This is an optimization exercise on Yosys and OpenROAD, whose aim is small area and a short achievable clock period, not a production implementation.
Only simulation tests tie the RTL to the original design; equivalence was not proved.
Power figures rest on the tool's default switching activity, not on a simulated workload.

## dram_addr_map
module dram_addr_map (
    input  wire        clk,
    input  wire        rst,             
    input  wire [1:0]  cfg_bays,        
    input  wire [1:0]  cfg_first_quad,  
    input  wire [15:0] cfg_chan_mask,   
    input  wire [9:0]  cfg_cap_gib,     
    input  wire [2:0]  cfg_log2_nr,     
    input  wire        in_valid,
    input  wire [42:0] in_pa,
    output reg         out_valid,
    output reg  [3:0]  out_bay,
    output reg  [15:0] out_set,
    output reg  [20:0] out_tag,
    output reg         out_edge,
    output reg  [1:0]  out_slot,
    output reg  [3:0]  out_chan,
    output reg  [32:0] out_line,
    output reg         out_sub,
    output reg  [10:0] out_col,
    output reg  [2:0]  out_bg,
    output reg  [1:0]  out_bank,
    output reg  [3:0]  out_rank,
    output reg  [19:0] out_row
);
For scale: roughly 2200 cells after synthesis, roughly 260 flip-flops, about 15000 um^2 of cells after synthesis.
Settings: LEC_CHECK=0, ABC_AREA=1, CAP_MARGIN=20, CORE_MARGIN=2, CORE_UTILIZATION=40, CTS_CLUSTER_DIAMETER=100, CTS_CLUSTER_SIZE=27, SLEW_MARGIN=20; clock period 22.0 ns.
standard.sh (not shown) runs the stock make flow with config.mk's settings and CLKGATE_MAP_FILE= SYNTH_SCRIPT=/design/flow/synth_recipe.tcl, a recipe that flattens the netlist after the stock synthesis.
==> flow/flow/run.sh <==
#!/bin/bash
# Standard layout (the standard.sh), with two changes made through the
# environment ORFS reads:
#  - plain buf_1 cells as the port buffers (buffer_ports otherwise picks a slow
#    delay buffer); every input and output port still gets one;
#  - timing repair aimed at a 16.5 ns setup margin on the design's clock,
#    i.e. the resizer works until paths fit in 22 - 16.5 ns. The SDC, the
#    clock period and all constraints are unchanged.
# All tool output goes to standard.log here and to ORFS's own logs under orfs/.
set -euo pipefail
export BUFFER_PORTS_ARGS="-buffer_cell sky130_fd_sc_hd__buf_1"
export SETUP_SLACK_MARGIN=16.5
bash standard.sh > standard.log 2>&1
Edit:
--- a/flow/design.v
+++ b/flow/design.v
@@ -238,31 +238,26 @@
             es[ei] = aa[ei] ^ yy[ei] ^ ga[ei - 1];
     end
     wire [1:0]  cc = carry5(b1_pl, {9'd0, b1_ms2});
     wire        cp = cc[1];
     wire        cn = cc[0];
     reg  [36:5] z_hi;
-    reg  [36:5] v_ones, v_zeros;       
+    reg  [37:5] zc;                    
     integer     zi;
     always @(*) begin
-        v_ones[5]  = 1'b1;
-        v_zeros[5] = 1'b1;
-        for (zi = 6; zi < 37; zi = zi + 1) begin
-            v_ones[zi]  = v_ones[zi-1] & b1_v[zi-1];
-            v_zeros[zi] = v_zeros[zi-1] & ~b1_v[zi-1];
-        end
-        for (zi = 5; zi < 37; zi = zi + 1)
-            z_hi[zi] = b1_v[zi] ^ (cp & v_ones[zi]) ^ (cn & v_zeros[zi]);
+        zc[5] = cp | cn;
+        for (zi = 5; zi < 37; zi = zi + 1) begin
+            zc[zi+1] = zc[zi] & (b1_v[zi] ^ cn);
+            z_hi[zi] = b1_v[zi] ^ zc[zi];
+        end
     end
     wire [36:0] z = {z_hi, b1_pl + b1_ms2[4:0]};
     wire        n2 = c_nh[2];
     wire        n3 = c_nh[3];
     wire        n4 = c_nh[4];
-    wire        n1 = ~n2 & ~n3 & ~n4;
-    wire [33:0] x34 = ({34{n3}} & es[33:0]) | ({34{n4}} & z[35:2]) |
-                      ({34{n2}} & z[34:1]) | ({34{n1}} & z[33:0]);
+    wire [33:0] x34 = n3 ? es[33:0] : n4 ? z[35:2] : n2 ? z[34:1] : z[33:0];
     wire [32:0] x = x34[32:0];
     wire        in_edge = ge10(x34[33:24], c_cap);
     wire [1:0]  zmod = n3 ? hm : n4 ? z[1:0] : n2 ? {1'b0, z[0]} : 2'd0;
     wire [5:0] em = {zmod, mask};
     wire [1:0] cpos_z, cpos_0;
     assign cpos_z[0] = (em == 6'd2) | (em == 6'd6) | (em == 6'd8) | (em == 6'd10) | (em == 6'd14) | (em == 6'd19) | (em == 6'd23) | (em == 6'd25) | (em == 6'd26) | (em == 6'd27) | (em == 6'd28) | (em == 6'd31) | (em == 6'd43) | (em == 6'd45) | (em == 6'd46) | (em == 6'd63);
The new run completed without violations.
Total power grows by 5.9%.
Via count grows by 2.9%.
Core utilization grows by 1.1 points.
Register-to-register slack loses 180 ps.
Setup slack gains 19 ps.
Non-clock buffer count grows by 23.

Another version of the RTL of dram_addr_map (not shown whole).
Size in the first run: about 2200 cells after synthesis, ~260 flip-flops, roughly 16000 um2 of cells after synthesis.
## dram_addr_map
module dram_addr_map (
    input  wire        clk,
    input  wire        rst,             
    input  wire [1:0]  cfg_bays,        
    input  wire [1:0]  cfg_first_quad,  
    input  wire [15:0] cfg_chan_mask,   
    input  wire [9:0]  cfg_cap_gib,     
    input  wire [2:0]  cfg_log2_nr,     
    input  wire        in_valid,
    input  wire [42:0] in_pa,
    output reg         out_valid,
    output reg  [3:0]  out_bay,
    output reg  [15:0] out_set,
    output reg  [20:0] out_tag,
    output reg         out_edge,
    output reg  [1:0]  out_slot,
    output reg  [3:0]  out_chan,
    output reg  [32:0] out_line,
    output reg         out_sub,
    output reg  [10:0] out_col,
    output reg  [2:0]  out_bg,
    output reg  [1:0]  out_bank,
    output reg  [3:0]  out_rank,
    output reg  [19:0] out_row
);
clock: 22.0 ns
lec_check: 0
abc_area: 1
cap_margin: 20
core_margin: 2
core_utilization: 40
slew_margin: 20
==> flow/flow/run.sh <==
#!/bin/bash
# Standard layout, with plain buf_2 cells as the port buffers (the default
# choice is a slow delay buffer), and timing repair aimed at a 16.6 ns setup
# margin on the design's clock (the SDC is unchanged).
set -euo pipefail
export BUFFER_PORTS_ARGS="-buffer_cell sky130_fd_sc_hd__buf_2"
export SETUP_SLACK_MARGIN=16.6
bash standard.sh > standard.log 2>&1
The first run completed with no timing, DRC or antenna violations.
Edit:
--- a/flow/design.v
+++ b/flow/design.v
@@ -148,28 +148,25 @@
         end
     end
     wire [2:0] t_p1 = add3({pf[17][1], pf[17][2], pf[17][0]}, {1'b0, pp[1], ~pp[1]});
     wire [2:0] th = lm2 ? pf[17] : lm1 ? t_p1 : pf[18];
     wire [1:0] t  = {th[2], th[1]};
     wire [35:0] st = {dq[35:2], lm2 ? pp[1] : dq[1], (lm1 | lm2) ? pp[0] : dq[0]};
     wire [15:0] tl = t_logic({c_bays, t, q, hi});
     wire [3:0]  i_idx = tl[15:12];
     wire [1:0]  p     = tl[11:10];
     wire        sb    = tl[9];
     wire [1:0]  f     = tl[8:7];
     wire [6:0]  ms2   = tl[6:0];
-    wire [1:0] cc0 = carry5(pp[4:0], t_logic({c_bays, 2'd0, q, hi}));
-    wire [1:0] cc1 = carry5(pp[4:0], t_logic({c_bays, 2'd1, q, hi}));
-    wire [1:0] cc2 = carry5(pp[4:0], t_logic({c_bays, 2'd2, q, hi}));
-    wire [1:0] cc  = ({2{th[0]}} & cc0) | ({2{th[1]}} & cc1) | ({2{th[2]}} & cc2);
+    wire [1:0] cc  = carry5(pp[4:0], tl);
     wire       cp  = cc[1];
     wire       cn  = cc[0];
     reg [36:5] v;
     reg [36:22] vz;                    
     integer    bi;
     always @(*) begin
         v = pp[36:5];
         for (bi = 22; bi < 37; bi = bi + 1) begin
             vz[bi] = ~|(pp[36:22] & ~({15{1'b1}} << (bi - 22)) &
                         ({15{1'b1}} << (lm2 ? 2 : lm1 ? 1 : 0)));
             if (bi >= 24 || (bi == 23 && ~lm2) || (bi == 22 && lm0))
                 v[bi] = pp[bi] ^ (hi & vz[bi]);
@@ -182,49 +179,51 @@
         v_ones[5]  = 1'b1;
         v_zeros[5] = 1'b1;
         for (zi = 6; zi < 37; zi = zi + 1) begin
             v_ones[zi]  = v_ones[zi-1] & v[zi-1];
             v_zeros[zi] = v_zeros[zi-1] & ~v[zi-1];
         end
         for (zi = 5; zi < 37; zi = zi + 1)
             z_hi[zi] = v[zi] ^ (cp & v_ones[zi]) ^ (cn & v_zeros[zi]);
     end
     reg        v1;
     reg [3:0]  b1_i;
     reg [1:0]  b1_p;
+    reg [3:0]  b1_mask;
     reg        b1_hk0, b1_hk1, b1_hk2;    
     reg        b1_sb;
     reg [1:0]  b1_f;
     reg [4:0]  b1_pl;
     reg [4:0]  b1_ms2;
     reg [35:0] b1_st;
     reg [36:5] b1_zh;
     always @(posedge clk) begin
         if (rst) v1 <= 1'b0;
         else     v1 <= v0;
         b1_i    <= i_idx;
         b1_p    <= p;
+        b1_mask <= cfg_chan_mask[4*(c_fq + p) +: 4];    
         b1_hk0  <= hi & lm0;
         b1_hk1  <= hi & lm1;
         b1_hk2  <= hi & lm2;
         b1_sb   <= sb;
         b1_f    <= f;
         b1_pl   <= pp[4:0];
         b1_ms2  <= ms2[4:0];
         b1_st   <= st;
         b1_zh   <= z_hi;
     end
     wire [3:0] bay  = 4'd3 * {2'b00, c_fq} + b1_i;
     wire [1:0] quad = c_fq + b1_p;
-    wire [3:0] mask = cfg_chan_mask[4*quad +: 4];    
+    wire [3:0] mask = b1_mask;
     wire [1:0] b1_r = lm2 ? b1_st[1:0] : lm1 ? {1'b0, b1_st[0]} : 2'b00;
     wire [3:0] h  = (lm2 ? {b1_f, 2'b00} : lm1 ? {1'b0, b1_f, 1'b0} : {2'b00, b1_f}) | {2'b00, b1_r};
     reg  [1:0] hd, hm;
     always @(*) begin
         hd = (h >= 4'd9) ? 2'd3 : (h >= 4'd6) ? 2'd2 : (h >= 4'd3) ? 2'd1 : 2'd0;
         hm = h - 4'd3 * {2'b00, hd};
     end
     reg [33:0] es;
     reg [33:0] ga, pa_, aa, yy;
     integer    ei, el;
     always @(*) begin
         for (ei = 0; ei < 34; ei = ei + 1) begin
@@ -234,30 +233,34 @@
             end else if (ei == 1) begin
                 aa[ei] = b1_st[1] | lm2;
                 yy[ei] = lm0 | (lm1 & ~b1_hk1);
             end else begin
                 aa[ei] = b1_st[ei];
                 yy[ei] = ~((ei % 2 == 0) ? ((b1_hk0 & ei <= 20) | (b1_hk2 & ei <= 22))
                                          : (b1_hk1 & ei <= 21));
             end
             ga[ei]  = aa[ei] & yy[ei];
             pa_[ei] = aa[ei] ^ yy[ei];
         end
         ga[0] = ga[0] | (pa_[0] & ~b1_sb);
-        for (el = 1; el < 34; el = el * 2)
-            for (ei = 33; ei >= 0; ei = ei - 1)
-                if ((ei / el) % 2 == 1) begin
-                    ga[ei]  = ga[ei] | (pa_[ei] & ga[(ei / el) * el - 1]);
-                    pa_[ei] = pa_[ei] & pa_[(ei / el) * el - 1];
-                end
+        for (el = 1; el < 64; el = el * 2)
+            for (ei = 2*el - 1; ei < 34; ei = ei + 2*el) begin
+                ga[ei]  = ga[ei] | (pa_[ei] & ga[ei - el]);
+                pa_[ei] = pa_[ei] & pa_[ei - el];
+            end
+        for (el = 16; el >= 1; el = el / 2)
+            for (ei = 3*el - 1; ei < 34; ei = ei + 2*el) begin
+                ga[ei]  = ga[ei] | (pa_[ei] & ga[ei - el]);
+                pa_[ei] = pa_[ei] & pa_[ei - el];
+            end
         es[0] = lm0 ? (aa[0] ^ yy[0] ^ ~b1_sb) : hd[0];
         es[1] = lm2 ? hd[1] : (aa[1] ^ yy[1] ^ ga[0]);
         for (ei = 2; ei < 34; ei = ei + 1)
             es[ei] = aa[ei] ^ yy[ei] ^ ga[ei - 1];
     end
     wire [36:0] z = {b1_zh, b1_pl + b1_ms2};
     wire        n2 = c_nh[2];
     wire        n3 = c_nh[3];
     wire        n4 = c_nh[4];
     wire [33:0] x34 = n3 ? es[33:0] : n4 ? z[35:2] : n2 ? z[34:1] : z[33:0];
     wire [32:0] x = x34[32:0];
     wire        in_edge = ge10(x34[33:24], c_cap);
- worst hold slack is worse by 0.011 ns
- clock-buffer cell count came out higher by 7
- critical path depth does not change
- maximum frequency came out higher by 0.41%
- clock skew stays flat
- design area came out higher by 6.7%

-- port drivers added, routing unchanged --
How much do the figures lean on ideal ports? The routed layouts below were timed once more, with nothing changed but the port constraints. Step 1 sets driving cells, clkbuf_16 on the clock port and buf_2 on the other inputs (assumed; they add their load-dependent delay and slew). Step 2 times the ports against the registers' clock, not the clock port: input delays grow and output delays shrink by t, the midpoint of the rising clock arrivals with the driver on. Three values: ideal ports, drivers, drivers and shift; two values: the first two.
run | shift t [ns] | setup WS [ns] | latest minus earliest clock arrival (ns) | worst register clock-pin slew, ns | pins driven straight from the clock port
the first run of note 1 | 0.547 | 16.568 / 16.519 / 16.213 | 0.023 / 0.024 | 0.11 / 0.11 | 1
the second run of note 1 | 0.554 | 16.587 / 16.532 / 16.094 | 0.026 / 0.026 | 0.11 / 0.11 | 1
the first run of note 2 | 0.608 | 16.560 / 16.509 / 15.989 | 0.014 / 0.014 | 0.07 / 0.07 | 1
the second run of note 2 | 0.605 | 16.582 / 16.530 / 16.180 | 0.014 / 0.014 | 0.07 / 0.07 | 1
After both steps every run listed still meets setup and hold. The setup slack of the first run of note 2, which loses most, moves by -0.051 ns with the drivers and by -0.571 ns with both steps.
